Background: an optimization exercise with open tools, aiming at small area, a short achievable clock period and few clock cycles per item. Do not read the settings as production practice. Only simulation tests tie the RTL to the original design; equivalence was not proved.

Design aes256_enc, start of the top module:
module aes256_enc (
    input  wire         clk,
    input  wire         rst,
    input  wire         in_valid,
    output wire         in_ready,
    input  wire [255:0] in_key,
    input  wire [127:0] in_block,
    output wire         out_valid,
    output wire [127:0] out_block
);
  localparam HW = 12;         
  localparam KW = 9;          
  reg [127:0]     a_state, c_state;
  reg [255:0]     a_key,   c_key;
  reg             a_valid, c_valid;
  reg  [2:0]      a_pass,  c_pass;
  reg             a_last,  c_last;
  reg [16*HW-1:0] b_h,     d_h;
  reg [4*KW-1:0]  b_kh,    d_kh;
  reg [255:0]     b_key,   d_key;
  reg             b_valid, d_valid;
  reg  [2:0]      b_pass,  d_pass;
  reg             b_last,  d_last;
  reg [127:0]     out_q;
  reg             out_valid_q;
  reg             in_ready_q;    
  reg             load_q;        
  reg             load_nq;       
  wire [16*HW-1:0] ah, ch;
  wire [4*KW-1:0]  akh, ckh;
  genvar i;
  generate
  ...
Size in the first run: roughly 11000 cells after synthesis.
export LEC_CHECK = 0
export CAP_MARGIN = 20
export CELL_PAD_IN_SITES_DETAIL_PLACEMENT = 1
export CELL_PAD_IN_SITES_GLOBAL_PLACEMENT = 1
export CORE_MARGIN = 2
export CORE_UTILIZATION = 45
export CTS_BUF_LIST = sky130_fd_sc_hd__clkbuf_16
export CTS_CLUSTER_DIAMETER = 120
export CTS_CLUSTER_SIZE = 24
export GPL_ROUTABILITY_DRIVEN = 0
export PLACE_DENSITY = 0.55
export SETUP_SLACK_MARGIN = 5
export SLEW_MARGIN = 20
export SYNTH_HIERARCHICAL = 1
export SYNTH_MINIMUM_KEEP_SIZE = 0
create_clock -name core_clock -period 9.0 [get_ports {clk}]
standard.sh (not shown) runs the stock make flow with config.mk's settings and CLKGATE_MAP_FILE= SYNTH_SCRIPT=/design/flow/synth_recipe.tcl, a recipe that flattens the netlist after the stock synthesis.
==> flow/flow/run.sh <==
#!/bin/bash
set -euo pipefail
args=""
while IFS= read -r line; do
  [[ -z "$line" || "$line" == \#* ]] && continue
  args="$args '$line'"
done < flow/extra.txt
grep -q 'SETUP_SLACK_MARGIN=' standard.sh || true
sed "s/SETUP_SLACK_MARGIN=[-0-9.]* //; s|\"\${@:-finish}\"|$args \"\${@:-finish}\"|" standard.sh > standard_extra.sh
bash standard_extra.sh > flow.log 2>&1
==> flow/flow/extra.txt <==
SETUP_SLACK_MARGIN=5.75
BUFFER_PORTS_ARGS=-buffer_cell sky130_fd_sc_hd__buf_1
SKIP_GATE_CLONING=1
Testbench counts at the start, summed over its fixed seeds: cycles 7,208, blocks 1,024.
Next try:
==> flow/flow/extra.txt (replaced) <==
SETUP_SLACK_MARGIN=5.6
BUFFER_PORTS_ARGS=-buffer_cell sky130_fd_sc_hd__buf_1
--- a/flow/config.mk
+++ b/flow/config.mk
@@ -11,3 +11,3 @@
 export CORE_MARGIN = 2
-export CORE_UTILIZATION = 45
+export CORE_UTILIZATION = 50
 export CTS_BUF_LIST = sky130_fd_sc_hd__clkbuf_16
@@ -15,4 +15,3 @@
 export CTS_CLUSTER_SIZE = 24
-export GPL_ROUTABILITY_DRIVEN = 0
-export PLACE_DENSITY = 0.55
+export PLACE_DENSITY = 0.6
 export SETUP_SLACK_MARGIN = 5
Effect:
- routed wire length is lower by about 2.5%
- sequential cell count stays the same
- first-iteration DRC count is higher by about 27%
- global-route usage is higher by 2.5 points
- die area is lower by about 10%
- utilization is higher by 3.2 points
Next try:
==> flow/flow/extra.txt (replaced) <==
SETUP_SLACK_MARGIN=5.9
BUFFER_PORTS_ARGS=-buffer_cell sky130_fd_sc_hd__buf_1
--- a/flow/config.mk
+++ b/flow/config.mk
@@ -11,3 +11,3 @@
 export CORE_MARGIN = 2
-export CORE_UTILIZATION = 50
+export CORE_UTILIZATION = 45
 export CTS_BUF_LIST = sky130_fd_sc_hd__clkbuf_16
@@ -15,3 +15,4 @@
 export CTS_CLUSTER_SIZE = 24
-export PLACE_DENSITY = 0.6
+export GPL_ROUTABILITY_DRIVEN = 0
+export PLACE_DENSITY = 0.55
 export SETUP_SLACK_MARGIN = 5
Hold slack degrades by 11 ps.
Via count rises by 0.70%.
Final area came out higher by 11%.
Routed wire length rose by 4.8%.
Flip-flop and latch count does not change.
Cell count grows by 4.9%.
Clock-buffer cell count shrinks by 4.
Die area increases by 11%.
Critical path depth grows by 1.
Next try:
==> flow/flow/extra.txt (replaced) <==
SETUP_SLACK_MARGIN=5.45
BUFFER_PORTS_ARGS=-buffer_cell sky130_fd_sc_hd__buf_1
--- a/flow/config.mk
+++ b/flow/config.mk
@@ -12,6 +12,3 @@
 export CORE_UTILIZATION = 45
-export CTS_BUF_LIST = sky130_fd_sc_hd__clkbuf_16
-export CTS_CLUSTER_DIAMETER = 120
-export CTS_CLUSTER_SIZE = 24
-export GPL_ROUTABILITY_DRIVEN = 0
+export CTS_BUF_LIST = sky130_fd_sc_hd__clkbuf_8
 export PLACE_DENSITY = 0.55
The changed run finished with timing, DRC and antenna clean.
Final area shrinks by 8.5%.
Sequential cell count stays the same.
Fmax shrinks by 10%.
Worst hold slack got worse by 52 ps.
Wire length shrinks by 2.4%.
Via count is about the same.
Synthesized area stays the same.
Cell count grows by 0.37%.
Count of clock-buffer cells in the layout grows by 337.
Sequential share of layout area grows by 2.3 points.
Next try:
==> flow/flow/extra.txt (replaced) <==
SETUP_SLACK_MARGIN=5.6
BUFFER_PORTS_ARGS=-buffer_cell sky130_fd_sc_hd__buf_1
The changed run ran to the end with no violations.
Via count rose by about 0.34%.
Maximum frequency climbs by about 4%.
Global-route usage is higher by 0.13 points.
Final area climbs by 3.5%.
Final cell count is higher by about 0.66%.
Area after synthesis stays the same.
Non-clock buffer count increases by 89.
Worst setup slack gets better by 140 ps.
Die area stays the same.

separate check: timing with driven ports:
Ports are ideal in the flow. The routed layouts listed here were re-timed in OpenROAD. Step 1, drivers: a clkbuf_16 drives clk and a buf_2 each remaining input, both assumed. Step 2 adds t to the input delays and takes it off the output delays; t is the mean of the earliest and latest rising clock arrival at the registers after step 1. Input paths then give back, and output paths get back, about the clock's delay inside the block. a / b / c = no drivers / after step 1 / after step 2; a / b = the first two.
run	t (ns)	setup slack, ns	slew at the worst register clock pin (ns)
the first run	0.873	5.744 / 5.707 / 5.420	0.11 / 0.11
the second run	0.845	5.497 / 5.497 / 5.497	0.10 / 0.10
the third run	0.871	5.759 / 5.731 / 5.505	0.11 / 0.11
the fourth run	1.131	5.387 / 5.387 / 5.387	0.08 / 0.08
the fifth run	1.108	5.524 / 5.496 / 5.524	0.08 / 0.08
After both steps every run listed still meets setup and hold. The setup slack of the first run, which loses most, moves by -0.037 ns with the drivers and by -0.324 ns with both steps.
